Background: an optimization exercise with open tools, aiming at small area, a short achievable clock period and few clock cycles per item. Do not read the settings as production practice.
RTL that was checked went through simulation tests only; none was proved equivalent to the original.
Function not checked in runs 1 and 4: the RTL went through the layout flow alone.

===== flow/design.v =====
module comp_merge (
    input  wire         clk,
    input  wire         rst,            
    input  wire [23:0]  cfg_order,      
    input  wire [3:0]   cfg_spr_pos,    
    input  wire [63:0]  cfg_alpha,      
    input  wire [35:0]  cfg_bg,         
    input  wire         in_valid,
    output wire         in_ready,
    input  wire [8:0]   in_vis,         
    input  wire [17:0]  in_prio,        
    input  wire [71:0]  in_alpha,       
    input  wire [323:0] in_col,         
    output reg          out_valid,
    output wire [35:0]  out_col
);
    reg [23:0] order_q;
    reg [3:0]  spr_q;
    reg [63:0] palpha_q;
    reg [35:0] bg_q;
    always @(posedge clk) begin
        order_q  <= cfg_order;
        spr_q    <= cfg_spr_pos;
        palpha_q <= cfg_alpha;
        bg_q     <= cfg_bg;
    end
    reg         s_valid, s_first, k_valid;
    reg [8:0]   s_vis,   k_vis;
    reg [17:0]  s_prio,  k_prio;
    reg [71:0]  s_alpha, k_alpha;
    reg [323:0] s_col,   k_col;
    reg [8:0]   pend;
    assign in_ready = ~k_valid;
    wire acc = in_valid & ~k_valid;
    reg [3:0] pos [0:8];
    integer n, k;
    always @(*) begin
        for (n = 0; n < 8; n = n + 1) begin
            pos[n] = 4'd0;
            for (k = 0; k < 8; k = k + 1)
                if (order_q[3*k +: 3] == n[2:0])
                    pos[n] = (k < spr_q) ? k[3:0] : k[3:0] + 4'd1;
        end
        pos[8] = spr_q;
    end
    wire [7:0] pa [0:8];                
    genvar g;
    generate
        for (g = 0; g < 8; g = g + 1) begin : g_pa
            assign pa[g] = palpha_q[8*g +: 8];
        end
    endgenerate
    assign pa[8] = 8'd255;
    reg [5:0] key [0:8];
    reg [8:0] lt  [0:8];                
    reg [8:0] opq, skip;
    integer i, j;
    always @(*) begin
        for (i = 0; i < 9; i = i + 1) begin
            key[i]  = {s_prio[2*i +: 2], pos[i]};
            opq[i]  = s_vis[i] & (&s_alpha[8*i +: 8]) & (&pa[i]);
            skip[i] = ~(|s_alpha[8*i +: 8]) | ~(|pa[i]);
        end
        for (i = 0; i < 9; i = i + 1)
            for (j = 0; j < 9; j = j + 1)
                lt[i][j] = (i != j) && (key[i] < key[j]);
    end
    reg [8:0] top, active;
    reg       above;
    always @(*) begin
        for (i = 0; i < 9; i = i + 1) begin
            above = 1'b1;               
            for (j = 0; j < 9; j = j + 1)
                if (j != i && opq[j] && !lt[j][i]) above = 1'b0;
            top[i]    = opq[i] & above;
            active[i] = s_vis[i] & ~skip[i] & ~opq[i] & above;
        end
    end
    wire [8:0] pend_eff = s_first ? active : pend;
    reg  [8:0] sel;
    always @(*) begin
        for (i = 0; i < 9; i = i + 1) begin
            sel[i] = pend_eff[i];
            for (j = 0; j < 9; j = j + 1)
                if (j != i && pend_eff[j] && !lt[i][j]) sel[i] = 1'b0;
        end
    end
    wire last = ((pend_eff & (pend_eff - 9'd1)) == 9'd0);
    reg [35:0] d0_top, p_col;
    reg [7:0]  p_alpha, p_pa;
    always @(*) begin
        d0_top  = 36'd0;
        p_col   = 36'd0;
        p_alpha = 8'd0;
        p_pa    = 8'd0;
        for (i = 0; i < 9; i = i + 1) begin
            d0_top  = d0_top  | ({36{top[i]}} & s_col[36*i +: 36]);
            p_col   = p_col   | ({36{sel[i]}} & s_col[36*i +: 36]);
            p_alpha = p_alpha | ({8{sel[i]}}  & s_alpha[8*i +: 8]);
            p_pa    = p_pa    | ({8{sel[i]}}  & pa[i]);
        end
    end
    wire [35:0] d0 = (|top) ? d0_top : bg_q;
    wire [15:0] av  = p_alpha * p_pa + 16'd127;
    wire [16:0] aw  = av + {8'd0, av[15:8]} + 17'd1;
    wire [7:0]  a1  = aw[15:8];
    wire s_done = s_valid & last;
    wire s_free = ~s_valid | last;
    always @(posedge clk) begin
        if (rst) begin
            s_valid <= 1'b0;
            k_valid <= 1'b0;
        end else begin
            if (s_free) begin
                s_valid <= k_valid | acc;
                k_valid <= 1'b0;
            end else if (acc) begin
                k_valid <= 1'b1;
            end
        end
        if (s_free) begin
            s_first <= 1'b1;
            if (k_valid) begin
                s_vis <= k_vis;  s_prio <= k_prio;  s_alpha <= k_alpha;  s_col <= k_col;
            end else begin
                s_vis <= in_vis; s_prio <= in_prio; s_alpha <= in_alpha; s_col <= in_col;
            end
        end else begin
            s_first <= 1'b0;
            pend    <= pend_eff & ~sel;
        end
        if (!k_valid) begin
            k_vis <= in_vis; k_prio <= in_prio; k_alpha <= in_alpha; k_col <= in_col;
        end
    end
    reg        t_valid, t_start, t_last;
    reg [7:0]  t_a;
    reg [35:0] t_col, t_d0;
    always @(posedge clk) begin
        if (rst) t_valid <= 1'b0;
        else     t_valid <= s_valid;
        t_start <= s_first;
        t_last  <= last;
        t_a     <= a1;
        t_col   <= p_col;
        t_d0    <= d0;
    end
    reg  [35:0] dst;
    wire [35:0] d_in = t_start ? t_d0 : dst;
    wire [35:0] d_new;
    generate
        for (g = 0; g < 3; g = g + 1) begin : g_ch
            wire [11:0] c  = t_col[12*g +: 12];
            wire [11:0] d  = d_in[12*g +: 12];
            wire [12:0] e  = {1'b1, c} - {1'b0, d};           
            wire [20:0] m  = t_a * e;
            wire [20:0] u  = m - {1'b0, t_a, 12'd0} + 21'd1044607;
            wire [12:0] h  = u[20:8];
            wire [13:0] y  = h + u[7:0];
            wire [5:0]  h2 = y[13:8];
            wire [8:0]  y2 = h2 + y[7:0];
            assign d_new[12*g +: 12] = h[11:0] + h2 + (y2 >= 9'd255) + d;
        end
    endgenerate
    always @(posedge clk) begin
        if (rst) out_valid <= 1'b0;
        else     out_valid <= t_valid & t_last;
        if (t_valid) dst <= d_new;
    end
    assign out_col = dst;
endmodule

===== flow/run.sh =====
#!/bin/bash
# synth_recipe.tcl (not shown) runs the flow's synth.tcl, then flattens the netlist and writes it again
# the make line also repeats each setting of config.mk as NAME=value (left out here)
make -C /OpenROAD-flow-scripts/flow DESIGN_CONFIG=/design/flow/config.mk WORK_HOME=/design/flow/orfs CLKGATE_MAP_FILE= SYNTH_SCRIPT=/design/flow/synth_recipe.tcl finish

===== flow/config.mk =====
export PLATFORM = sky130hd
export DESIGN_NAME = comp_merge
export DESIGN_NICKNAME = comp_merge
export VERILOG_FILES = /design/flow/design.v
export SDC_FILE = /design/flow/constraint.sdc
export NUM_CORES = 4
export LEC_CHECK = 0
export CAP_MARGIN = 20
export CORE_MARGIN = 2
export CORE_UTILIZATION = 40
export SLEW_MARGIN = 20

===== flow/constraint.sdc =====
create_clock -name core_clock -period 50.0 [get_ports {clk}]
set_input_delay 10.0000 -clock core_clock [delete_from_list [all_inputs] [get_ports {clk}]]
set_output_delay 10.0000 -clock core_clock [all_outputs]
set_load 0.01 [all_outputs]

==> results of run 1 <==
[logic make-up after synthesis]
kind of cell    Yosys count  share of synthesized area [%]
simple gates           1332                           10.8
flops                  1106                           42.1
compound gates         1031                           11.7
fa+ha+maj               871                           20.7
buf+inv                 720                           4.31
mux                     464                           8.12
xor+xnor                169                           2.32
[registers in the layout, indices dropped and copies added (netlist names), 18 cells and up]
name and count:
bg_q 36, dst 36, k_alpha 72, k_col 324, k_prio 18, order_q 24, palpha_q 64, s_alpha 72
s_col 324, s_prio 18, t_col 36, t_d0 36
[routing by layer]
| layer | up-vias | GRT usage [%] | part of all wire [%] | wire (um) |
|---|---|---|---|---|
| met5 | - | 0 | 0.12 | 266 |
| met1 | 23700 | 36.5 | 43 | 94700 |
| met2 | 2176 | 41.5 | 45 | 97900 |
| met3 | 481 | 5.09 | 8.5 | 18600 |
| li1 | 21800 | - | - | - |
| met4 | 42 | 10.6 | 3.8 | 8450 |
[worst paths after layout]
path | startpoint | endpoint | slack, ns
max | t_start | dst[35] | 35.52
min | k_col[175] | k_col[175] | 0.47
max reg2reg | t_start | dst[35] | 35.52
min reg2reg | k_col[175] | k_col[175] | 0.47
[metrics by stage]
stage | cell area [um2] | instances
floorplan | 63800 | 5693
global route | 76200 | 8477
CTS | 76100 | 8458
finish | 76200 | 8483
global placement | 72200 | 8242
detailed placement | 72200 | 8242
[layout by cell type (no fill, tap or decap), types with 81 or more instances in the layout]
cell type | netlist | final
mux2_2 | 427 | 427
inv_1 | 535 | 535
a22oi_1 | 105 | 105
edfxtp_1 | 468 | 468
nand2_1 | 351 | 350
nor2_1 | 237 | 235
a221oi_1 | 96 | 96
nand3_1 | 110 | 110
dfxtp_1 | 638 | 635
a21oi_1 | 240 | 240
nand2b_1 | 81 | 81
o21ai_0 | 112 | 111
ha_1 | 560 | 560
clkbuf_16 | 0 | 116
xnor2_1 | 128 | 128
a22o_1 | 88 | 88
clkdlybuf4s50_1 | 0 | 591
and2_1 | 143 | 141
fa_1 | 306 | 306
[final cells by class]
class	instances	area share, %
repair buffers	663	8.49
diodes	24	0.0788
inverters	535	2.64
flip-flops and latches	1106	35.2
well taps	2072	3.40
clock inverters	50	0.757
clock buffers	166	4.41
multi-input cells	3867	45.0
==> metrics.yaml, run 1 <==
post-route-util_pct: 48.1
maxCapViolations: 0
post-route-min-period_ns: 14.48
antenna_found_initial: 54
synthCells: 5693
root_buffer: "clkbuf_16"
crit_type: "reg -> reg"
chipHeight_um: 403
crit_path_end_kind: "flop"
synth-edff-count: 468
yosys_warnings: 4
tightest_slew_ns: 1.16
coreArea_um2: 158000
viasPerCell: 5.69
synth_ff_type: "dfxtp_1"
path_buf_inv: 4
synth.distinct_cells: 98
io_buffers: 591
cts_tree: "done"
clk_latency_ns: 0.81
cp_max_fo: 36
clock.fmax_mhz: 69.1
grt_pass1_vias: 48700
wl_per_cell_um: 25.9
tns_ns: 0
grt.overflow.total: 0
fillers: 14200
async_reset_ff_share_pct: 0
gp_congestion: 0.957
final.period_utilization_pct: 29.0
syn_avg_cell_area_um2: 11.2
yosysTopAreaCellShare_pct: 22.0
outcome: "complete, no violations"
cp_top_family: "adder cells"
hold_path.class: "reg -> reg"
postCtsHoldBufs: 0
row_count: 146
slew_viol_final: 0
clk_pin_slew_ns: 0.07
setup_violations: 0
die_w_um: 403
fin_skew_ns: 0.106
critPathSlowestCell: "xor2_1"
ff2ff_path_depth: 60
drcViolationCount: 0
grt_pass1_wl_mm: 320
pin_count: 592
hold_ws_ns: 0.470
ys_seq_area_share_pct: 42.1
syn_nets: 7113
synth_top_cell_by_area: "edfxtp_1"
final_hold_viol_count: 0
vias: 48200
synth_area_um2: 63800
hold_depth: 1
nNetsFinal: 7707
drt_pass1_iterations: 10
synthTopCellsByArea: "edfxtp_1, dfxtp_1, ha_1, fa_1, mux2_2"
cp-start-kind: "flop"
crit_path_frequent_cell: "a21oi_1"
drive_gt1_share_pct: 11.8
slowest_delay_ns: 0.67
cts-resized-gates: 0
start_util_pct: 40.3
cts.path.max_buffers: 3
h-tree-depth: 3
area_growth_pct: 19.5
numCtsBuffers: 114
worst-path-stages: 60
multiInputGateArea_um2: 34300
grt.total_usage_pct: 26.6
yosys_register_bits: 1106
worstPathArrival_ns: 15.00
yosysMostFrequentCell: "dfxtp_1"
rsz0062_at_grt: "false"
worstPathRequired_ns: 50.52
dr.first_iter.drc_count: 5112
postRouteAntennaNets: 0
register_area_um2: 26800
max_slew_margin_pct: 21.8
synth_commonest_cells: "dfxtp_1, ha_1, inv_1"
hpwl_mm: 164
wl_mm: 220
grt_max_degree: 178
finalWorstSetupSlack_ns: 35.52
cts_setup_buffers: 0
dp_slack_ns: 35.62
dieArea_um2: 163000
clkSinkCount: 1106
==> run 2, diff against run 1 <==
--- a/flow/design.v
+++ b/flow/design.v
@@ -38,8 +38,8 @@
         for (n = 0; n < 8; n = n + 1) begin
             pos[n] = 4'd0;
             for (k = 0; k < 8; k = k + 1)
-                if (order_q[3*k +: 3] == n[2:0])
-                    pos[n] = (k < spr_q) ? k[3:0] : k[3:0] + 4'd1;
+                pos[n] = pos[n] | ({4{order_q[3*k +: 3] == n[2:0]}} &
+                                   ((k < spr_q) ? k[3:0] : k[3:0] + 4'd1));
         end
         pos[8] = spr_q;
     end
@@ -153,13 +153,9 @@
             wire [11:0] c  = t_col[12*g +: 12];
             wire [11:0] d  = d_in[12*g +: 12];
             wire [12:0] e  = {1'b1, c} - {1'b0, d};           
-            wire [20:0] m  = t_a * e;
-            wire [20:0] u  = m - {1'b0, t_a, 12'd0} + 21'd1044607;
-            wire [12:0] h  = u[20:8];
-            wire [13:0] y  = h + u[7:0];
-            wire [5:0]  h2 = y[13:8];
-            wire [8:0]  y2 = h2 + y[7:0];
-            assign d_new[12*g +: 12] = h[11:0] + h2 + (y2 >= 9'd255) + d;
+            wire [20:0] u  = t_a * e - {1'b0, t_a, 12'd0} + 21'd1044607;
+            wire [29:0] s  = {u, 8'd0} + u + u[20:8] + 30'd256 + {d, 16'd0};
+            assign d_new[12*g +: 12] = s[27:16];
         end
     endgenerate
     always @(posedge clk) begin
==> metrics.yaml, run 2 <==
vias: 48700  # +1.0%
postCtsHoldBufs: 0  # unchanged
dr.first_iter.drc_count: 5649  # +11%
grt_pass1_vias: 48900  # +0.42%
hpwl_mm: 168  # +2.0%
root_buffer: "clkbuf_16"
grt_pass1_wl_mm: 320  # about the same
area_growth_pct: 19.3
synth_commonest_cells: "ha_1, dfxtp_1, inv_1"
final_hold_viol_count: 0  # unchanged
fin_skew_ns: 0.0899  # -0.0158 ns
wl_per_cell_um: 25.7  # -0.89%
critPathSlowestCell: "nor2_1"
synth_top_cell_by_area: "edfxtp_1"
synthCells: 5738  # +0.79%
clk_latency_ns: 0.76  # -0.05 ns
grt.overflow.total: 0  # unchanged
slowest_delay_ns: 0.64  # -0.03 ns
cp_top_family: "compound AO/OA/AOI/OAI gates"
antenna_found_initial: 26  # -52%
io_buffers: 591  # unchanged
top_regs: "k_col x324, s_col x324"
grt_max_degree: 157  # -12%
synthTopCellsByArea: "edfxtp_1, dfxtp_1, ha_1, fa_1, mux2_2"
synth.distinct_cells: 100  # +2.0%
final_cell_mix: "ha_1, dfxtp_1, clkdlybuf4s50_1, inv_1, edfxtp_1"
yosysTopAreaCellShare_pct: 21.8  # -0.29 points
die_w_um: 406  # +0.65%
grt.total_usage_pct: 26.3  # -0.30 points
synth-edff-count: 468  # unchanged
maxCapViolations: 0  # unchanged
synthSimpleGateAreaFrac_pct: 10.6  # -0.15 points
viasPerCell: 5.68  # about the same
setup_violations: 0  # unchanged
hold_path.class: "reg -> reg"
worstPathArrival_ns: 13.32  # -1.68 ns
pin_count: 592  # unchanged
worstPathRequired_ns: 50.55  # +0.03 ns
post-route-min-period_ns: 12.78  # -1.70 ns
clk_pin_slew_ns: 0.06  # about the same
r2r-end: "dst[23]"
drt_pass1_iterations: 12  # +2
r2r-start: "t_start"
synth_area_um2: 64600  # +1.3%
async_reset_ff_share_pct: 0  # unchanged
yosysMostFrequentCell: "ha_1"
post-place-cells: 8354  # +1.4%
outcome: "complete, no violations"
h-tree-depth: 3  # unchanged
ff2ff_path_depth: 47  # -22%
max_slew_margin_pct: 18.5  # -3.4 points
nNetsFinal: 7821  # +1.5%
postRouteAntennaNets: 0  # unchanged
chipHeight_um: 406  # +0.65%
syn_avg_cell_area_um2: 11.3  # +0.52%
wl_mm: 220  # +0.20%
synth_ff_type: "dfxtp_1"
final.period_utilization_pct: 25.6  # -3.4 points
worst-path-stages: 47  # -22%
syn_nets: 7251  # +1.9%
cts_setup_buffers: 0  # unchanged
slew_viol_final: 0  # unchanged
clkSinkCount: 1106  # unchanged
numCtsBuffers: 112  # -1.8%
dieArea_um2: 165000  # +1.3%
cts_tree: "done"
crit_path_frequent_cell: "o21ai_0"
synth-xor-area-share_pct: 1.71  # -0.61 points
synth_top_family_by_area: "adder cells"
crit_path_end_kind: "flop"
crit_type: "reg -> reg"
row_count: 147  # +0.68%
critPathCapture: "dst[23]"
r2r_slack_ns: 37.22  # +1.70 ns
gp_congestion: 0.962  # +0.50%
layout_commonest_cell: "ha_1"
synth_compound_area_share_pct: 11.5  # -0.19 points
tightest_slew_ns: 1.22  # +0.0573 ns
synthAdderAreaFrac_pct: 22.2  # +1.5 points
cts-resized-gates: 0  # unchanged
clock.fmax_mhz: 78.3  # +13%
drcViolationCount: 0  # unchanged
coreArea_um2: 161000  # +1.4%
rsz0062_at_grt: "false"
cp-startpoint: "t_start"
cts.path.max_buffers: 3  # unchanged
hold_depth: 1  # unchanged
start_util_pct: 40.2  # about the same
muxShareOfSynthArea_pct: 8.00  # -0.12 points
ys_seq_area_share_pct: 41.5  # -0.55 points
path_buf_inv: 4  # unchanged
yosys_warnings: 4  # unchanged
drive_gt1_share_pct: 11.9  # +0.092 points
yosys_register_bits: 1106  # unchanged
tns_ns: 0  # unchanged
cp_max_fo: 29  # -19%
cp-start-kind: "flop"
fin_cells: 8576  # +1.1%
==> run 2: per-layer routing <==
| layer | global-route usage, % | part of all wire [%] | vias up |
|---|---|---|---|
| met5 | 0 | 0.056 | - |
| met4 | 9.93 | 3.9 | 18 |
| met3 | 4.48 | 8.0 | 488 |
| met2 | 41.2 | 45 | 2306 |
| met1 | 36.4 | 43 | 24000 |
| li1 | - | - | 21900 |
==> run 2: cell families (layout without fill, tap and decap cells) <==
logic type	after synthesis	after routing
fa+ha+maj	960	960
xor+xnor	126	126
other cells	0	11
simple gates	1348	1348
flops	1106	1106
buf+inv	749	1416
mux	463	463
compound gates	986	986
==> run 2: worst min path at each step <==
stage | startpoint | to | slack (ns)
floorplan | t_last | out_valid | 0.40
global placement | bg_q[26] | t_d0[26] | 0.43
global route | bg_q[23] | t_d0[23] | 0.41
detailed placement | bg_q[27] | t_d0[27] | 0.43
finish | bg_q[23] | t_d0[23] | 0.41
CTS | bg_q[23] | t_d0[23] | 0.40
==> run 2: through the flow <==
stage / setup slack, ns / instance area (um2) / util, % / hold WS, ns
floorplan: 7.33 / 64600 / - / 0.395
global placement: 37.32 / 73000 / 45.5 / 0.428
detailed placement: 37.18 / 73000 / 45.5 / 0.426
CTS: 37.20 / 77100 / 48.0 / 0.404
global route: 36.28 / 77100 / 48.0 / 0.415
finish: 37.22 / 77100 / 48.0 / 0.408
==> run 2: layout make-up <==
class / instances / area (um2)
antenna: 11 / 27.5
clock buffer: 152 / 3260
clock inverter: 59 / 779
fill: 14400 / 83500
inverter: 554 / 2080
multi-input combinational: 3883 / 35000
sequential: 1106 / 26800
tap: 2160 / 2700
timing repair buffer: 651 / 6380
==> run 2: worst reg2reg max path, delay by kind of cell (launching register included) <==
kind | cells | cell delay (ns)
XOR/XNOR | 2 | 0.53
multiplexers | 1 | 0.53
buffers and inverters | 4 | 0.74
flip-flops | 1 | 0.49
adder cells (fa/ha/maj) | 10 | 3.98
AO/OA/AOI/OAI | 23 | 4.93
AND/OR/NAND/NOR | 7 | 1.44
Testbench counts of run 2, summed over its fixed seeds: cycles 34,632, pixels 20,480.
==> run 3, diff against run 2 <==
==> flow/flow/run.sh (new file) <==
#!/bin/bash
# The standard layout (the standard.sh: ORFS synthesis to finish, unchanged
# SDC), with two optimisation settings passed to ORFS:
#  - SETUP_SLACK_MARGIN: repair_timing aims for this much setup slack against
#    the design's clock, so the critical paths get sized and buffered;
#  - BUFFER_PORTS_ARGS: every input and output port still gets its own buffer,
#    a buf_1 instead of the default cell.
# All tool output goes to flow_make.log in this folder (ORFS's per-step logs
# stay under orfs/logs).
set -euo pipefail
bash standard.sh \
    SETUP_SLACK_MARGIN=38.5 \
    "BUFFER_PORTS_ARGS=-buffer_cell sky130_fd_sc_hd__buf_1" \
    finish > flow_make.log 2>&1
==> flow/standard.sh (new file) <==
#!/bin/bash
# synth_recipe.tcl (not shown) runs the flow's synth.tcl, then flattens the netlist and writes it again
# the make line also repeats each setting of config.mk as NAME=value (left out here)
make -C /OpenROAD-flow-scripts/flow DESIGN_CONFIG=/design/flow/config.mk WORK_HOME=/design/flow/orfs CLKGATE_MAP_FILE= SYNTH_SCRIPT=/design/flow/synth_recipe.tcl "${@:-finish}"
--- a/flow/config.mk
+++ b/flow/config.mk
@@ -7,5 +7,5 @@
 export LEC_CHECK = 0
 export CAP_MARGIN = 20
 export CORE_MARGIN = 2
-export CORE_UTILIZATION = 40
+export CORE_UTILIZATION = 55
 export SLEW_MARGIN = 20
removed: flow/run.sh
==> metrics.yaml, run 3 <==
ys_seq_area_share_pct: 41.5  # unchanged
final_cell_mix: "ha_1, dfxtp_1, buf_1, inv_1, edfxtp_1"
cts_tree: "done"
fillers: 9486  # -34%
start_util_pct: 55.5  # +15 points
clk_pin_slew_ns: 0.06  # about the same
synth_ff_type: "dfxtp_1"
tightest_slew_ns: 1.13  # -0.0906 ns
grt.total_usage_pct: 34.3  # +8.0 points
synth_compound_area_share_pct: 11.5  # unchanged
cp_max_fo: 2  # -93%
row_count: 125  # -15%
antenna_found_initial: 60  # +130%
grt.overflow.total: 0  # unchanged
post-route-min-period_ns: 11.42  # -1.36 ns
syn_nets: 7251  # unchanged
synth_area_um2: 64600  # unchanged
h-tree-depth: 3  # unchanged
synth.distinct_cells: 100  # unchanged
slowest_delay_ns: 0.49  # -0.15 ns
cts.path.max_buffers: 3  # unchanged
synthSimpleGateAreaFrac_pct: 10.6  # unchanged
async_reset_ff_share_pct: 0  # unchanged
vias: 49200  # +1.0%
yosysTopAreaCellShare_pct: 21.8  # unchanged
max_slew_margin_pct: 24.8  # +6.3 points
synthTopCellsByArea: "edfxtp_1, dfxtp_1, ha_1, fa_1, mux2_2"
worstPathArrival_ns: 1.42  # -11.90 ns
synth_top_cell_by_area: "edfxtp_1"
final.period_utilization_pct: 22.8  # -2.7 points
syn_avg_cell_area_um2: 11.3  # unchanged
r2r_slack_ns: 38.98  # +1.76 ns
register_area_um2: 26800  # about the same
rsz0062_at_grt: "true"
io_buffers: 591  # unchanged
gp_congestion: 1.02  # +5.6%
clock.fmax_mhz: 87.6  # +12%
tns_ns: 0  # unchanged
post-route-util_pct: 63.6  # +16 points
synth-edff-count: 468  # unchanged
cp-start-kind: "flop"
slew_viol_final: 0  # unchanged
wl_per_cell_um: 26.5  # +3.3%
dr.first_iter.drc_count: 6182  # +9.4%
postRouteAntennaNets: 0  # unchanged
coreArea_um2: 116000  # -28%
critPathSlowestCell: "edfxtp_1"
layout_commonest_cell: "ha_1"
root_buffer: "clkbuf_16"
synth-xor-area-share_pct: 1.71  # unchanged
pin_count: 592  # unchanged
dp_slack_ns: 37.41  # +0.233 ns
path_cells: "buf_1"
yosys_register_bits: 1106  # unchanged
clkSinkCount: 1106  # unchanged
wl_mm: 213  # -3.5%
grt_pass1_wl_mm: 308  # -4.0%
postCtsHoldBufs: 0  # unchanged
viasPerCell: 6.14  # +8.1%
hold_path.class: "reg -> reg"
clk_latency_ns: 0.76  # about the same
yosys_warnings: 4  # unchanged
finalWorstSetupSlack_ns: 38.58  # +1.36 ns
drive_gt1_share_pct: 14.7  # +2.9 points
synth_top_family_by_area: "adder cells"
drt_pass1_iterations: 10  # -2
nNetsFinal: 7880  # +0.75%
grt_max_degree: 167  # +6.4%
synthCells: 5738  # unchanged
crit_path_end_kind: "primary output"
cp_top_family: "flip-flops"
synth_commonest_cells: "ha_1, dfxtp_1, inv_1"
dieArea_um2: 120000  # -27%
numCtsBuffers: 109  # -2.7%
final_hold_viol_count: 0  # unchanged
hpwl_mm: 157  # -6.3%
outcome: "complete, no violations"
muxShareOfSynthArea_pct: 8.00  # unchanged
drcViolationCount: 0  # unchanged
top_regs: "k_col x324, s_col x324"
die_w_um: 347  # -15%
worstPathRequired_ns: 40.00  # -10.55 ns
fin_skew_ns: 0.104  # +0.0136 ns
yosysMostFrequentCell: "ha_1"
area_growth_pct: 14.6
grt_pass1_vias: 48200  # -1.4%
setup_violations: 0  # unchanged
maxCapViolations: 0  # unchanged
synthAdderAreaFrac_pct: 22.2  # unchanged
chipHeight_um: 347  # -15%
crit_type: "reg -> out"
multiInputGateArea_um2: 36000  # +2.8%
path_buf_inv: 1  # -3
==> run 3: worst paths after layout <==
path | depth (start not counted) | from | to
setup / recovery | 1 | dst[10] | out_col[10]
hold / removal | 1 | bg_q[31] | t_d0[31]
setup reg to reg | 40 | spr_q[3] | t_a[1]
hold reg to reg | 1 | bg_q[31] | t_d0[31]
==> run 3: logic make-up (layout without fill, tap and decap cells) <==
logic type,count (synthesis),after routing
AOI/OAI and AO/OA,986,986
xor gates and xnor gates,126,126
adders and majority gates,960,960
buffers and inverters,749,1473
DFF,1106,1106
muxes,463,463
other,0,26
and+or+nand+nor,1348,1348
==> run 3: repair_timing <==
| action | in CTS | in global routing |
|---|---|---|
| buffers inserted | 3 | 64 |
| setup endpoints to repair | 27 | 29 |
| pin swaps | 2 | 54 |
| resized for setup | 47 | 169 |
| cloned | 1 | 4 |
==> run 3: final cells by class <==
type                       instances  share of cell area [%]
antenna                           26                  0.0879
clock buffer                     162                    4.36
timing repair buffer             713                    4.58
inverter                         554                    2.81
clock inverter                    44                   0.644
multi-input combinational       3883                    48.7
tap                             1524                    2.58
sequential                      1106                    36.3
==> run 3: metal layers <==
metal  wire, um  GRT usage [%]  vias to the layer above
li1           -              -                    22100
met1      88300           47.1                    23900
met2      93500           52.9                     2575
met3      21200           7.95                      612
met4       9210           13.1                       60
met5        367              0                        -
==> run 3: stage by stage <==
step	hold slack, ns	cell area [um2]	std cells
2_1_floorplan	0.395	64800	5738
3_3_place_gp	0.429	68600	7708
3_5_place_dp	0.428	68600	7708
4_1_cts	0.444	72600	7918
5_1_grt	0.461	74000	8004
6_report	0.441	74000	8012
==> run 4, diff against run 3 <==
--- a/flow/design.v
+++ b/flow/design.v
@@ -14,15 +14,32 @@
     output reg          out_valid,
     output wire [35:0]  out_col
 );
-    reg [23:0] order_q;
-    reg [3:0]  spr_q;
+    integer i, j, k;
+    integer m;
+    reg [7:0] slot_oh [0:7];            
+    reg [8:0] below_d [0:8];
+    always @(*) begin
+        for (i = 0; i < 8; i = i + 1)
+            for (k = 0; k < 8; k = k + 1)
+                slot_oh[i][k] = (cfg_order[3*k +: 3] == i[2:0]);
+        for (i = 0; i < 9; i = i + 1)
+            below_d[i] = 9'd0;
+        for (i = 0; i < 8; i = i + 1) begin
+            for (j = i + 1; j < 8; j = j + 1)
+                for (k = 0; k < 8; k = k + 1)
+                    for (m = k + 1; m < 8; m = m + 1)
+                        below_d[i][j] = below_d[i][j] | (slot_oh[i][k] & slot_oh[j][m]);
+            for (k = 0; k < 8; k = k + 1)
+                below_d[i][8] = below_d[i][8] | (slot_oh[i][k] & (k < cfg_spr_pos));
+        end
+    end
+    reg [8:0]  below [0:8];             
     reg [63:0] palpha_q;
-    reg [35:0] bg_q;
     always @(posedge clk) begin
-        order_q  <= cfg_order;
-        spr_q    <= cfg_spr_pos;
+        for (i = 0; i < 9; i = i + 1)
+            for (j = i + 1; j < 9; j = j + 1)
+                below[i][j] <= below_d[i][j];
         palpha_q <= cfg_alpha;
-        bg_q     <= cfg_bg;
     end
     reg         s_valid, s_first, k_valid;
     reg [8:0]   s_vis,   k_vis;
@@ -32,17 +49,6 @@
     reg [8:0]   pend;
     assign in_ready = ~k_valid;
     wire acc = in_valid & ~k_valid;
-    reg [3:0] pos [0:8];
-    integer n, k;
-    always @(*) begin
-        for (n = 0; n < 8; n = n + 1) begin
-            pos[n] = 4'd0;
-            for (k = 0; k < 8; k = k + 1)
-                pos[n] = pos[n] | ({4{order_q[3*k +: 3] == n[2:0]}} &
-                                   ((k < spr_q) ? k[3:0] : k[3:0] + 4'd1));
-        end
-        pos[8] = spr_q;
-    end
     wire [7:0] pa [0:8];                
     genvar g;
     generate
@@ -51,19 +57,23 @@
         end
     endgenerate
     assign pa[8] = 8'd255;
-    reg [5:0] key [0:8];
-    reg [8:0] lt  [0:8];                
+    reg [8:0] lt [0:8];
     reg [8:0] opq, skip;
-    integer i, j;
+    reg       pi1, pi0, pj1, pj0;
     always @(*) begin
         for (i = 0; i < 9; i = i + 1) begin
-            key[i]  = {s_prio[2*i +: 2], pos[i]};
             opq[i]  = s_vis[i] & (&s_alpha[8*i +: 8]) & (&pa[i]);
             skip[i] = ~(|s_alpha[8*i +: 8]) | ~(|pa[i]);
+            lt[i][i] = 1'b0;
         end
         for (i = 0; i < 9; i = i + 1)
-            for (j = 0; j < 9; j = j + 1)
-                lt[i][j] = (i != j) && (key[i] < key[j]);
+            for (j = i + 1; j < 9; j = j + 1) begin
+                pi1 = s_prio[2*i+1];  pi0 = s_prio[2*i];
+                pj1 = s_prio[2*j+1];  pj0 = s_prio[2*j];
+                lt[i][j] = (~pi1 & pj1) | (~(pi1 ^ pj1) & ~pi0 & pj0) |
+                           (~(pi1 ^ pj1) & ~(pi0 ^ pj0) & below[i][j]);
+                lt[j][i] = ~lt[i][j];
+            end
     end
     reg [8:0] top, active;
     reg       above;
@@ -100,7 +110,7 @@
             p_pa    = p_pa    | ({8{sel[i]}}  & pa[i]);
         end
     end
-    wire [35:0] d0 = (|top) ? d0_top : bg_q;
+    wire [35:0] d0 = (|top) ? d0_top : cfg_bg;
     wire [15:0] av  = p_alpha * p_pa + 16'd127;
     wire [16:0] aw  = av + {8'd0, av[15:8]} + 17'd1;
     wire [7:0]  a1  = aw[15:8];
@@ -161,7 +171,7 @@
     always @(posedge clk) begin
         if (rst) out_valid <= 1'b0;
         else     out_valid <= t_valid & t_last;
-        if (t_valid) dst <= d_new;
+        dst <= d_new;                   
     end
     assign out_col = dst;
 endmodule
==> flow/flow/run.sh (replaced) <==
#!/bin/bash
# The standard layout (the standard.sh: ORFS synthesis to finish, unchanged
# SDC), with optimisation settings passed to ORFS:
#  - SETUP_SLACK_MARGIN: repair_timing aims for this much setup slack against
#    the design's clock, so the critical paths get sized and buffered;
#  - BUFFER_PORTS_ARGS: every input and output port still gets its own buffer,
#    a buf_1 instead of the default cell;
#  - CTS_ARGS: larger sink clusters and no dummy loads in the clock tree.
# All tool output goes to flow_make.log in this folder (ORFS's per-step logs
# stay under orfs/logs).
set -euo pipefail
bash standard.sh \
    SETUP_SLACK_MARGIN=38.5 \
    "BUFFER_PORTS_ARGS=-buffer_cell sky130_fd_sc_hd__buf_1" \
    "CTS_ARGS=-sink_clustering_enable -repair_clock_nets -dont_use_dummy_load -sink_clustering_size 26 -sink_clustering_max_diameter 70" \
    finish > flow_make.log 2>&1
==> metrics.yaml, run 4 <==
wl_mm: 206  # -3.2%
layout_commonest_cell: "dfxtp_1"
vias: 46900  # -4.8%
gp_congestion: 1.03  # +1.1%
grt_pass1_vias: 46000  # -4.6%
postCtsHoldBufs: 0  # unchanged
r2r-start: "s_prio[1]"
hold_depth: 1  # unchanged
dr.first_iter.drc_count: 4980  # -19%
fin_skew_ns: 0.121  # +0.0171 ns
maxCapViolations: 0  # unchanged
r2r-end: "t_a[4]"
yosys_register_bits: 1078  # -2.5%
crit_type: "in -> reg"
area_growth_pct: 10.2
ys_seq_area_share_pct: 42.2  # +0.65 points
synth_ff_type: "dfxtp_1"
drt_pass1_iterations: 10  # unchanged
io_buffers: 591  # unchanged
drive_gt1_share_pct: 12.7  # -2.0 points
die_w_um: 338  # -2.5%
cts_tree: "done"
cts.path.max_buffers: 3  # unchanged
yosysMostFrequentCell: "dfxtp_1"
slew_viol_final: 0  # unchanged
clock.fmax_mhz: 86.8  # -0.94%
numCtsBuffers: 66  # -39%
viasPerCell: 6.20  # +0.98%
hpwl_mm: 155  # -1.5%
hold_path.class: "reg -> reg"
outcome: "complete, no violations"
synth_commonest_cells: "dfxtp_1, inv_1, ha_1"
tightest_slew_ns: 1.16  # +0.0353 ns
top_regs: "k_col x324, s_col x324"
setup_violations: 0  # unchanged
worstPathArrival_ns: 12.07  # +10.65 ns
h-tree-depth: 3  # unchanged
dieArea_um2: 114000  # -4.9%
synth_area_um2: 61400  # -4.9%
tns_ns: 0  # unchanged
nNetsFinal: 7386  # -6.3%
min_from: "k_col[253]"
pin_count: 592  # unchanged
synth-edff-count: 432  # -7.7%
clk_pin_slew_ns: 0.09  # +0.03 ns
clk_latency_ns: 0.69  # -0.07 ns
chipHeight_um: 338  # -2.5%
worstPathRequired_ns: 50.55  # +10.55 ns
cp_max_fo: 9  # +7
crit_path_end_kind: "flop"
row_count: 122  # -2.4%
postRouteAntennaNets: 0  # unchanged
grt_pass1_wl_mm: 300  # -2.6%
cp-start-kind: "primary input"
r2r_slack_ns: 39.02  # +0.04 ns
syn_nets: 6862  # -5.4%
max_slew_margin_pct: 21.8  # -3.0 points
synthTopCellsByArea: "edfxtp_1, dfxtp_1, fa_1, ha_1, mux2_2"
clkSinkCount: 1078  # -2.5%
final.period_utilization_pct: 23.0  # +0.22 points
syn_avg_cell_area_um2: 11.1  # -1.2%
synthCells: 5521  # -3.8%
post-route-min-period_ns: 11.52  # +0.108 ns
async_reset_ff_share_pct: 0  # unchanged
post-route-util_pct: 61.2  # -2.4 points
synth.distinct_cells: 95  # -5.0%
coreArea_um2: 111000  # -4.9%
grt_max_degree: 175  # +4.8%
ff2ff_path_depth: 37  # -7.5%
hold_ws_ns: 0.467  # +0.0266 ns
rsz0062_at_grt: "true"
holdPathEnd: "k_col[253]"
root_buffer: "clkbuf_16"
start_util_pct: 55.5  # about the same
synth_top_cell_by_area: "edfxtp_1"
yosys_warnings: 5  # +1
grt.overflow.total: 0  # unchanged
final_hold_viol_count: 0  # unchanged
wl_per_cell_um: 27.2  # +2.6%
yosysTopAreaCellShare_pct: 21.1  # -0.63 points
antenna_found_initial: 79  # +32%
grt.total_usage_pct: 35.2  # +0.90 points
drcViolationCount: 0  # unchanged
final_cell_mix: "dfxtp_1, buf_1, inv_1, ha_1, edfxtp_1"
-- run 4: cell count changes after synthesis, sizes merged, moves of 21 or more --
cell / delta
inv: -53
clkbuf: +60
nor3: -22
or3: -21
edfxtp: -36
o21ai: +27
a222oi: -43
nand2: -70
ha: -172
a221oi: +44
a22o: +26
-- run 4: cell families after synthesis --
group,Yosys count,synth area share [%]
muxes,461,8.38
adders and majority gates,799,20.0
buffers and inverters,739,4.57
xor gates and xnor gates,137,1.95
and+or+nand+nor,1288,10.8
AOI/OAI and AO/OA,1019,12.1
DFF,1078,42.2
-- run 4: cell type report --
type / instances / area [um2]
antenna: 26 / 65.1
clock buffer: 66 / 1650
fill: 9143 / 43000
inverter: 501 / 1880
multi-input combinational: 3704 / 33300
sequential: 1078 / 25900
tap: 1488 / 1860
timing repair buffer: 694 / 3070
-- run 4: critical path, cell delays in order --
cell	delay (ns)
buf_1	0.29
nor3b_1	0.67
inv_1	0.08
nand2_1	0.19
a21oi_1	0.09
o21ai_0	0.38
a21oi_1	0.14
o21ai_0	0.22
-- run 4: through the flow --
step / worst slack, ns / area (um2) / cells
6_report: 38.48 / 67700 / 7557
4_1_cts: 38.50 / 67100 / 7502
3_3_place_gp: 37.68 / 65300 / 7436
3_5_place_dp: 37.70 / 65300 / 7436
2_1_floorplan: 38.44 / 61500 / 5521
5_1_grt: 38.38 / 67700 / 7548
-- run 4: per-layer routing --
layer | GRT usage (%) | up-vias | wire, um
li1 | - | 21000 | -
met1 | 48.0 | 22900 | 84600
met2 | 52.3 | 2389 | 88400
met5 | 0 | - | 636
met4 | 12.8 | 94 | 8110
met3 | 11.6 | 536 | 24100
-- run 4: how the worst max path moves through the flow --
stage | startpoint | depth (start not counted) | to
3_5_place_dp | cfg_order[21] | 11 | below[5][6]
4_1_cts | cfg_order[9] | 7 | below[3][5]
6_report | cfg_order[16] | 8 | below[2][7]
3_3_place_gp | cfg_order[21] | 8 | below[5][7]
5_1_grt | t_start | 49 | dst[8]
2_1_floorplan | cfg_order[20] | 8 | below[3][4]
-- run 4: timing repair --
action                                  CTS  global route
setup buffers                             0            28
endpoints found under the setup margin   28            55
cloned                                    0             1
pin swaps                                 0            15
gates resized for setup                  25            64
==> run 5, diff against run 4 <==
--- a/flow/design.v
+++ b/flow/design.v
@@ -15,31 +15,42 @@
     output wire [35:0]  out_col
 );
     integer i, j, k;
-    integer m;
-    reg [7:0] slot_oh [0:7];            
-    reg [8:0] below_d [0:8];
+    reg [2:0] slot_d [0:7];
     always @(*) begin
-        for (i = 0; i < 8; i = i + 1)
+        for (i = 0; i < 8; i = i + 1) begin
+            slot_d[i] = 3'd0;
             for (k = 0; k < 8; k = k + 1)
-                slot_oh[i][k] = (cfg_order[3*k +: 3] == i[2:0]);
-        for (i = 0; i < 9; i = i + 1)
-            below_d[i] = 9'd0;
-        for (i = 0; i < 8; i = i + 1) begin
-            for (j = i + 1; j < 8; j = j + 1)
-                for (k = 0; k < 8; k = k + 1)
-                    for (m = k + 1; m < 8; m = m + 1)
-                        below_d[i][j] = below_d[i][j] | (slot_oh[i][k] & slot_oh[j][m]);
-            for (k = 0; k < 8; k = k + 1)
-                below_d[i][8] = below_d[i][8] | (slot_oh[i][k] & (k < cfg_spr_pos));
+                slot_d[i] = slot_d[i] | ({3{cfg_order[3*k +: 3] == i[2:0]}} & k[2:0]);
         end
     end
-    reg [8:0]  below [0:8];             
+    reg [2:0]  slot_q [0:7];
+    reg [3:0]  spr_q;
     reg [63:0] palpha_q;
     always @(posedge clk) begin
+        for (i = 0; i < 8; i = i + 1)
+            slot_q[i] <= slot_d[i];
+        spr_q    <= cfg_spr_pos;
+        palpha_q <= cfg_alpha;
+    end
+    reg [8:0] below [0:8];
+    reg [2:0] sa, sb;
+    always @(*) begin
         for (i = 0; i < 9; i = i + 1)
-            for (j = i + 1; j < 9; j = j + 1)
-                below[i][j] <= below_d[i][j];
-        palpha_q <= cfg_alpha;
+            below[i] = 9'd0;
+        for (i = 0; i < 8; i = i + 1) begin
+            for (j = i + 1; j < 8; j = j + 1) begin
+                sa = slot_q[i];
+                sb = slot_q[j];
+                below[i][j] = (~sa[2] & sb[2]) |
+                              (~(sa[2] ^ sb[2]) & ((~sa[1] & sb[1]) |
+                                                   (~(sa[1] ^ sb[1]) & ~sa[0] & sb[0])));
+            end
+            sa = slot_q[i];
+            below[i][8] = spr_q[3] |
+                          (~sa[2] & spr_q[2]) |
+                          (~(sa[2] ^ spr_q[2]) & ((~sa[1] & spr_q[1]) |
+                                                  (~(sa[1] ^ spr_q[1]) & ~sa[0] & spr_q[0])));
+        end
     end
     reg         s_valid, s_first, k_valid;
     reg [8:0]   s_vis,   k_vis;
@@ -162,8 +173,8 @@
         for (g = 0; g < 3; g = g + 1) begin : g_ch
             wire [11:0] c  = t_col[12*g +: 12];
             wire [11:0] d  = d_in[12*g +: 12];
-            wire [12:0] e  = {1'b1, c} - {1'b0, d};           
-            wire [20:0] u  = t_a * e - {1'b0, t_a, 12'd0} + 21'd1044607;
+            wire [12:0] e  = {1'b0, c} - {1'b0, d};           
+            wire [20:0] u  = t_a * e[11:0] - {1'b0, t_a & {8{e[12]}}, 12'd0} + 21'd1044607;
             wire [29:0] s  = {u, 8'd0} + u + u[20:8] + 30'd256 + {d, 16'd0};
             assign d_new[12*g +: 12] = s[27:16];
         end
==> metrics.yaml, run 5 <==
critPathCapture: "in_ready"
setup_violations: 0  # unchanged
fin_skew_ns: 0.117  # -0.00352 ns
hold_ws_ns: 0.434  # -0.0337 ns
cp-startpoint: "k_valid"
coreArea_um2: 109000  # -1.4%
syn_avg_cell_area_um2: 11.6  # +4.0%
pin_count: 592  # unchanged
tightest_slew_ns: 1.16  # -0.00768 ns
grt_pass1_vias: 44300  # -3.6%
slowest_delay_ns: 0.57  # -0.10 ns
area_growth_pct: 10.3
synth-edff-count: 432  # unchanged
syn_nets: 6643  # -3.2%
dp_slack_ns: 37.16  # -0.543 ns
gp_congestion: 0.965  # -5.9%
clk_pin_slew_ns: 0.08  # about the same
placed_area_um2: 64400  # -1.4%
path_cells: "inv_1 -> buf_1"
slew_viol_final: 0  # unchanged
top_regs: "k_col x324, s_col x324"
critPathSlowestCell: "dfxtp_4"
grt_max_degree: 80  # -54%
synth_commonest_cells: "dfxtp_1, ha_1, inv_1"
io_buffers: 588  # -0.51%
die_w_um: 336  # -0.64%
postRouteAntennaNets: 0  # unchanged
numCtsBuffers: 70  # +6.1%
ff2ff_path_depth: 39  # +5.4%
clock.fmax_mhz: 87.3  # +0.58%
final_hold_viol_count: 0  # unchanged
yosysMostFrequentCell: "dfxtp_1"
hold_path.class: "reg -> reg"
final_cell_mix: "dfxtp_1, buf_1, ha_1, inv_1, mux2_2"
synthCells: 5242  # -5.1%
post-route-min-period_ns: 11.46  # -0.0660 ns
layout_commonest_cell: "dfxtp_1"
drt_pass1_iterations: 10  # unchanged
r2r_slack_ns: 38.94  # -0.08 ns
cp_max_fo: 16  # +7
r2r-start: "s_prio[7]"
postCtsHoldBufs: 0  # unchanged
outcome: "complete, no violations"
rsz0062_at_grt: "true"
clkSinkCount: 1070  # -0.74%
async_reset_ff_share_pct: 0  # unchanged
clk_latency_ns: 0.69  # about the same
min_from: "t_last"
maxCapViolations: 0  # unchanged
synth_top_cell_by_area: "edfxtp_1"
synth_ff_type: "dfxtp_1"
tns_ns: 0  # unchanged
yosys_register_bits: 1070  # -0.74%
fillers: 9027  # -1.3%
worstPathRequired_ns: 40.00  # -10.55 ns
dr.first_iter.drc_count: 4659  # -6.4%
start_util_pct: 55.6  # about the same
viasPerCell: 6.17  # -0.50%
vias: 45000  # -4.0%
final.period_utilization_pct: 22.9  # -0.13 points
wl_mm: 192  # -6.8%
crit_type: "reg -> out"
antenna_found_initial: 82  # +3.8%
grt.overflow.total: 0  # unchanged
root_buffer: "clkbuf_16"
cts.path.max_buffers: 3  # unchanged
stdcell_area_um2: 66900  # -1.2%
cts_tree: "done"
nNetsFinal: 7189  # -2.7%
r2r-end: "t_a[3]"
synth_area_um2: 60600  # -1.3%
crit_path_end_kind: "primary output"
wl_per_cell_um: 26.3  # -3.4%
finalWorstSetupSlack_ns: 38.54  # +0.0660 ns
ys_seq_area_share_pct: 42.5  # +0.28 points
grt_pass1_wl_mm: 280  # -6.4%
dieArea_um2: 113000  # -1.3%
hpwl_mm: 143  # -7.5%
max_slew_margin_pct: 22.2  # +0.45 points
grt.total_usage_pct: 33.6  # -1.6 points
drive_gt1_share_pct: 13.0  # +0.30 points
row_count: 121  # -0.82%
yosys_warnings: 5  # unchanged
drcViolationCount: 0  # unchanged
chipHeight_um: 336  # -0.64%
h-tree-depth: 3  # unchanged
cp-start-kind: "flop"
yosysTopAreaCellShare_pct: 21.4  # +0.27 points
synth.distinct_cells: 103  # +8.4%
synthTopCellsByArea: "edfxtp_1, dfxtp_1, ha_1, fa_1, mux2_2"
worstPathArrival_ns: 1.46  # -10.61 ns
==> run 5: cells by family (layout without fill, tap and decap cells) <==
family	after synthesis	in the layout	share of synthesized area [%]
buffers and inverters	743	1287	4.80
AND/OR/NAND/NOR	1082	1082	9.60
XOR/XNOR	131	131	1.91
AO/OA/AOI/OAI	871	871	11.0
adder cells (fa/ha/maj)	850	850	21.1
multiplexers	495	495	9.12
other	0	31	0
flip-flops	1070	1070	42.5
==> run 5: worst min path at each step <==
stage	endpoint	slack (ns)	cells past startpoint
finish	out_valid	0.43	2
global route	out_valid	0.45	2
floorplan	t_start	0.33	0
detailed placement	out_valid	0.43	2
CTS	out_valid	0.44	2
global placement	out_valid	0.42	2
==> run 5: repair_timing <==
action / 4_1_cts / 5_1_grt
gates resized for setup: 24 / 83
endpoints found under the setup margin: 28 / 34
endpoints found under the hold margin: 0 / 0
pin swaps: 3 / 15
buffers inserted: 8 / 17
==> run 5: critical path: cells and delay by family (launching register included) <==
| family | cells | cell delay (ns) |
|---|---|---|
| buf+inv | 2 | 0.21 |
| flops | 1 | 0.57 |
==> run 5: final cells by class <==
type / instances / area (um2) / area share [%]
Timing Repair Buffer: 672 / 2890 / 4.31
Antenna cell: 31 / 77.6 / 0.116
Inverter: 545 / 2050 / 3.06
Multi-Input combinational cell: 3429 / 32500 / 48.6
Tap cell: 1476 / 1850 / 2.76
Clock buffer: 70 / 1750 / 2.62
Sequential cell: 1070 / 25800 / 38.5
==> run 5: stage by stage <==
step                std cells  util [%]
finish                   7293      61.3
global route             7280      61.3
CTS                      7245      60.8
detailed placement       7167      59.0
global placement         7167      59.0
floorplan                5242         -
==> run 5: metal layers <==
metal  wire length (um)  share of wire, %  GRT usage (%)
met1              82300                43           46.9
met2              84100                44           50.9
met3              19200                10           8.80
met4               5640               2.9           11.1
met5                552              0.29              0
Testbench counts of run 5, summed over its fixed seeds: cycles 34,632, pixels 20,480.
==> run 6, diff against run 5 <==
--- a/flow/flow/run.sh
+++ b/flow/flow/run.sh
@@ -10,7 +10,7 @@
 # stay under orfs/logs).
 set -euo pipefail
 bash standard.sh \
-    SETUP_SLACK_MARGIN=38.5 \
+    SETUP_SLACK_MARGIN=38.8 \
     "BUFFER_PORTS_ARGS=-buffer_cell sky130_fd_sc_hd__buf_1" \
     "CTS_ARGS=-sink_clustering_enable -repair_clock_nets -dont_use_dummy_load -sink_clustering_size 26 -sink_clustering_max_diameter 70" \
     finish > flow_make.log 2>&1
--- a/flow/config.mk
+++ b/flow/config.mk
@@ -7,5 +7,5 @@
 export LEC_CHECK = 0
 export CAP_MARGIN = 20
 export CORE_MARGIN = 2
-export CORE_UTILIZATION = 55
+export CORE_UTILIZATION = 70
 export SLEW_MARGIN = 20
==> metrics.yaml, run 6 <==
outcome: "complete, no violations"
final_cell_mix: "dfxtp_1, buf_1, ha_1, inv_1, mux2_2"
numCtsBuffers: 54  # -23%
postCtsHoldBufs: 0  # unchanged
start_util_pct: 70.9  # +15 points
io_buffers: 588  # unchanged
maxCapViolations: 0  # unchanged
synth.distinct_cells: 103  # unchanged
h-tree-depth: 2  # -1
synthTopCellsByArea: "edfxtp_1, dfxtp_1, ha_1, fa_1, mux2_2"
final.period_utilization_pct: 22.5  # -0.46 points
worstPathRequired_ns: 40.00  # about the same
postRouteAntennaNets: 0  # unchanged
final_hold_viol_count: 0  # unchanged
synth_area_um2: 60600  # unchanged
wl_mm: 190  # -0.92%
cp_max_fo: 2  # -14
grt.overflow.total: 0  # unchanged
slew_viol_final: 0  # unchanged
rsz0062_at_grt: "true"
tns_ns: 0  # unchanged
row_count: 107  # -12%
viasPerCell: 6.66  # +7.9%
synth_commonest_cells: "dfxtp_1, ha_1, inv_1"
clock.fmax_mhz: 89.1  # +2.0%
syn_avg_cell_area_um2: 11.6  # unchanged
tightest_slew_ns: 1.14  # -0.0178 ns
synth_ff_type: "dfxtp_1"
clk_pin_slew_ns: 0.10  # +0.02 ns
coreArea_um2: 85500  # -22%
drt_pass1_iterations: 12  # +2
clkSinkCount: 1070  # unchanged
grt.total_usage_pct: 41.7  # +8.1 points
cp-startpoint: "k_valid"
cts.path.max_buffers: 3  # unchanged
hold_path.class: "reg -> reg"
yosys_warnings: 5  # unchanged
fin_skew_ns: 0.147  # +0.0294 ns
setup_violations: 0  # unchanged
yosysTopAreaCellShare_pct: 21.4  # unchanged
crit_type: "reg -> out"
drive_gt1_share_pct: 13.5  # +0.52 points
yosysMostFrequentCell: "dfxtp_1"
wl_per_cell_um: 27.3  # +4.0%
antenna_found_initial: 89  # +8.5%
grt_pass1_vias: 46700  # +5.3%
drcViolationCount: 0  # unchanged
post-route-min-period_ns: 11.23  # -0.230 ns
crit_path_end_kind: "primary output"
syn_nets: 6643  # unchanged
grt_pass1_wl_mm: 280  # -0.17%
cp-start-kind: "flop"
dieArea_um2: 89000  # -21%
synth_top_cell_by_area: "edfxtp_1"
nNetsFinal: 7165  # -0.33%
worstPathArrival_ns: 1.23  # -0.23 ns
gp_congestion: 0.981  # +1.7%
root_buffer: "clkbuf_16"
cts_tree: "done"
clk_latency_ns: 0.71  # +0.02 ns
layout_commonest_cell: "dfxtp_1"
dr.first_iter.drc_count: 6139  # +32%
r2r-start: "t_start"
yosys_register_bits: 1070  # unchanged
top_regs: "k_col x324, s_col x324"
min_from: "t_last"
chipHeight_um: 298  # -11%
async_reset_ff_share_pct: 0  # unchanged
area_growth_pct: 9.50
vias: 46300  # +2.8%
grt_max_degree: 182  # +130%
synth-edff-count: 432  # unchanged
ys_seq_area_share_pct: 42.5  # unchanged
synthCells: 5242  # unchanged
max_slew_margin_pct: 24.1  # +1.9 points
fillers: 5511  # -39%
hpwl_mm: 139  # -2.9%
pin_count: 592  # unchanged
die_w_um: 298  # -11%
run 6: cell counts after synthesis:
No cell type changed its count.
run 6: cells by family (layout without fill, tap and decap cells):
family          count (synthesis)  after routing  synth area share (%)
flops                        1070           1070                  42.5
compound gates                871            871                  11.0
fa+ha+maj                     850            850                  21.1
other cells                     0             45                     0
buf+inv                       743           1263                  4.80
xor+xnor                      131            131                  1.91
simple gates                 1082           1082                  9.60
mux                           495            495                  9.12
run 6: path summary, 6_finish.rpt:
kind               end  slack, ns  cells after the start
max           in_ready      38.77                      2
min          out_valid       0.45                      2
max reg2reg    dst[11]      39.13                     48
min reg2reg  out_valid       0.45                      2
run 6: area by class of cell:
type / instances / area (um2) / share of cell area (%)
tap: 1144 / 1430 / 2.16
sequential: 1070 / 25800 / 38.8
timing repair buffer: 664 / 2910 / 4.39
clock buffer: 54 / 1350 / 2.04
multi-input combinational: 3429 / 32800 / 49.4
antenna: 45 / 113 / 0.170
inverter: 545 / 2050 / 3.09
run 6: per-stage QoR:
step | hold slack [ns] | cells | utilization, % | area [um2] | setup WS, ns
after floorplan | 0.329 | 5242 | - | 60600 | 38.88
after global routing | 0.480 | 6943 | 77.6 | 66400 | 38.70
after CTS | 0.444 | 6888 | 76.7 | 65600 | 38.76
after detailed placement | 0.428 | 6828 | 74.8 | 63900 | 37.73
final | 0.449 | 6951 | 77.6 | 66400 | 38.77
after global placement | 0.425 | 6828 | 74.8 | 63900 | 37.85
run 6: routing by layer:
layer / global-route usage [%] / part of all wire, %
met2: 64.2 / 45
met5: 0 / 0.30
met3: 12.1 / 13
met1: 55.0 / 37
met4: 18.7 / 4.9
run 6: repair_timing:
action                                  in CTS  in global routing
resized for setup                           68                128
cloned                                       0                  1
pin swaps                                    1                 26
endpoints found under the setup margin      58                 42
setup buffers                                6                 17
run 6: critical path, stage by stage, from the launching register on:
cell	delay, ns
dfxtp_4	0.40
inv_2	0.04
buf_6	0.11
==> run 7, diff against run 6 <==
--- a/flow/config.mk
+++ b/flow/config.mk
@@ -7,5 +7,5 @@
 export LEC_CHECK = 0
 export CAP_MARGIN = 20
 export CORE_MARGIN = 2
-export CORE_UTILIZATION = 70
+export CORE_UTILIZATION = 60
 export SLEW_MARGIN = 20
==> metrics.yaml, run 7 <==
outcome: "complete, no violations"
fillers: 7840  # +42%
synth_ff_type: "dfxtp_1"
io_buffers: 588  # unchanged
yosys_register_bits: 1070  # unchanged
nNetsFinal: 7178  # +0.18%
synth_top_cell_by_area: "edfxtp_1"
slew_viol_final: 0  # unchanged
wl_per_cell_um: 26.7  # -2.5%
final_hold_viol_count: 0  # unchanged
viasPerCell: 6.33  # -4.9%
grt_pass1_vias: 44200  # -5.3%
grt.overflow.total: 0  # unchanged
grt_pass1_wl_mm: 279  # -0.49%
gp_congestion: 0.958  # -2.3%
slowest_delay_ns: 0.43  # +0.03 ns
critPathSlowestCell: "dfxtp_4"
post-route-util_pct: 66.8  # -11 points
multiInputGateArea_um2: 32800  # about the same
syn_nets: 6643  # unchanged
clock.fmax_mhz: 88.8  # -0.26%
cts.path.max_buffers: 3  # unchanged
coreArea_um2: 100000  # +17%
row_count: 116  # +8.4%
layout_commonest_cell: "dfxtp_1"
post-route-min-period_ns: 11.26  # +0.0298 ns
dr.first_iter.drc_count: 5565  # -9.4%
final.period_utilization_pct: 22.5  # +0.060 points
numCtsBuffers: 59  # +9.3%
root_buffer: "clkbuf_16"
dieArea_um2: 104000  # +16%
vias: 45000  # -2.8%
crit_type: "reg -> out"
min_from: "t_valid"
cp-start-kind: "flop"
r2r-end: "dst[9]"
synthCells: 5242  # unchanged
pin_count: 592  # unchanged
drcViolationCount: 0  # unchanged
clk_latency_ns: 0.72  # about the same
r2r-start: "t_start"
yosysMostFrequentCell: "dfxtp_1"
final_cell_mix: "dfxtp_1, ha_1, buf_1, inv_1, mux2_2"
rsz0062_at_grt: "true"
register_area_um2: 25800  # about the same
async_reset_ff_share_pct: 0  # unchanged
h-tree-depth: 2  # unchanged
synth_area_um2: 60600  # unchanged
grt.total_usage_pct: 36.1  # -5.6 points
top_regs: "k_col x324, s_col x324"
maxCapViolations: 0  # unchanged
hpwl_mm: 140  # +1.1%
cp-startpoint: "k_valid"
cts_tree: "done"
antenna_found_initial: 68  # -24%
synth.distinct_cells: 103  # unchanged
die_w_um: 322  # +7.9%
ys_seq_area_share_pct: 42.5  # unchanged
drt_pass1_iterations: 8  # -4
grt_max_degree: 199  # +9.3%
area_growth_pct: 10.3
worstPathArrival_ns: 1.26  # +0.03 ns
wl_mm: 189  # -0.33%
synthTopCellsByArea: "edfxtp_1, dfxtp_1, ha_1, fa_1, mux2_2"
fin_skew_ns: 0.0987  # -0.0478 ns
chipHeight_um: 322  # +7.9%
yosys_warnings: 5  # unchanged
drive_gt1_share_pct: 14.5  # +1.0 points
start_util_pct: 60.6  # -10 points
clkSinkCount: 1070  # unchanged
tns_ns: 0  # unchanged
postRouteAntennaNets: 0  # unchanged
tightest_slew_ns: 1.37  # +0.236 ns
synth_commonest_cells: "dfxtp_1, ha_1, inv_1"
hold_ws_ns: 0.450  # +0.000714 ns
clk_pin_slew_ns: 0.09  # about the same
worstPathRequired_ns: 40.00  # about the same
setup_violations: 0  # unchanged
crit_path_end_kind: "primary output"
synth-edff-count: 432  # unchanged
hold_path.class: "reg -> reg"
cp_max_fo: 2  # unchanged
r2r_slack_ns: 39.18  # +0.05 ns
max_slew_margin_pct: 8.37  # -16 points
syn_avg_cell_area_um2: 11.6  # unchanged
critPathCapture: "in_ready"
path_cells: "inv_2 -> buf_6"
ff2ff_path_depth: 49  # +2.1%
yosysTopAreaCellShare_pct: 21.4  # unchanged
-- run 7: cell counts after synthesis --
Identical to the previous run, type by type.
-- run 7: how the worst min path moves through the flow --
| stage | endpoint | slack [ns] | cells after the start |
|---|---|---|---|
| global route | out_valid | 0.46 | 2 |
| floorplan | t_start | 0.33 | 0 |
| global placement | out_valid | 0.42 | 2 |
| CTS | out_valid | 0.44 | 2 |
| detailed placement | out_valid | 0.42 | 2 |
| finish | out_valid | 0.45 | 2 |
-- run 7: metal layers --
metal,part of all wire [%],GRT usage [%]
met5,0.22,0
met4,3.3,12.2
met3,10,8.22
met2,44,55.2
met1,42,50.8
-- run 7: kinds of logic (layout without fill, tap and decap cells) --
group	Yosys count	count (layout)	share of synthesized area, %
xor+xnor	131	131	1.91
simple gates	1082	1082	9.60
compound gates	871	871	11.0
buf+inv	743	1276	4.80
flops	1070	1070	42.5
other cells	0	33	0
mux	495	495	9.12
fa+ha+maj	850	850	21.1
-- run 7: through the flow --
step | std cells | cell area, um2 | setup slack (ns)
detailed placement | 6983 | 64200 | 37.61
finish | 7106 | 66900 | 38.74
CTS | 7049 | 66000 | 38.70
floorplan | 5242 | 60600 | 38.88
global route | 7097 | 66900 | 38.64
global placement | 6983 | 64200 | 37.80
-- run 7: final cells by class --
type,instances,share of cell area (%)
Tap cell,1298,2.43
Antenna cell,33,0.123
Timing Repair Buffer,672,4.62
Inverter,545,3.06
Clock buffer,59,2.21
Sequential cell,1070,38.6
Multi-Input combinational cell,3429,49.0
-- run 7: repair_timing --
item	CTS	global route
resized for setup	112	131
hold buffers	0	0
endpoints found under the hold margin	0	0
buffers inserted	7	22
setup endpoints to repair	69	42
pin swaps	2	27
gates cloned	0	1
-- run 7: worst max-delay path, delay by kind of cell, from the launching register on --
| family | cells | cell delay, ns |
|---|---|---|
| DFF | 1 | 0.43 |
| buffers and inverters | 2 | 0.16 |

afterwards: timing with drivers on the ports:
In the flow no input, the clock included, has a driving cell. The finished layouts below were timed again as built, in two steps. Step 1: set_driving_cell puts a clkbuf_16 on clk and a buf_2 on each other input, an assumption about the parent block. Step 2 adds t to the input delays and takes it off the output delays; t is the mean of the earliest and latest rising clock arrival at the registers after step 1. Input paths then give back, and output paths get back, about the clock's delay inside the block. Slacks: ideal ports / drivers / drivers and shift; pairs: ideal ports / drivers.
run	t (ns)	slack for setup (ns)	hold slack, ns	worst register clock-pin slew, ns	pins driven straight from the clock port
run 1	0.847	35.524 / 35.524 / 35.524	0.470 / 0.470 / 0.470	0.07 / 0.07	1
run 2	0.800	37.224 / 37.224 / 37.224	0.408 / 0.408 / 0.408	0.07 / 0.07	1
run 3	0.793	38.584 / 38.501 / 38.985	0.441 / 0.441 / 0.441	0.07 / 0.07	1
run 4	0.713	38.476 / 38.481 / 37.812	0.467 / 0.467 / 0.467	0.10 / 0.10	1
run 5	0.710	38.542 / 38.462 / 38.714	0.434 / 0.434 / 0.434	0.10 / 0.10	1
run 6	0.713	38.771 / 38.698 / 38.672	0.449 / 0.449 / 0.449	0.10 / 0.10	1
run 7	0.737	38.742 / 38.665 / 38.700	0.450 / 0.450 / 0.450	0.10 / 0.10	1
After both steps every run listed still meets setup and hold. For run 4, which loses most, drivers alone change the setup slack by +0.005 ns; drivers and shift together by -0.664 ns.
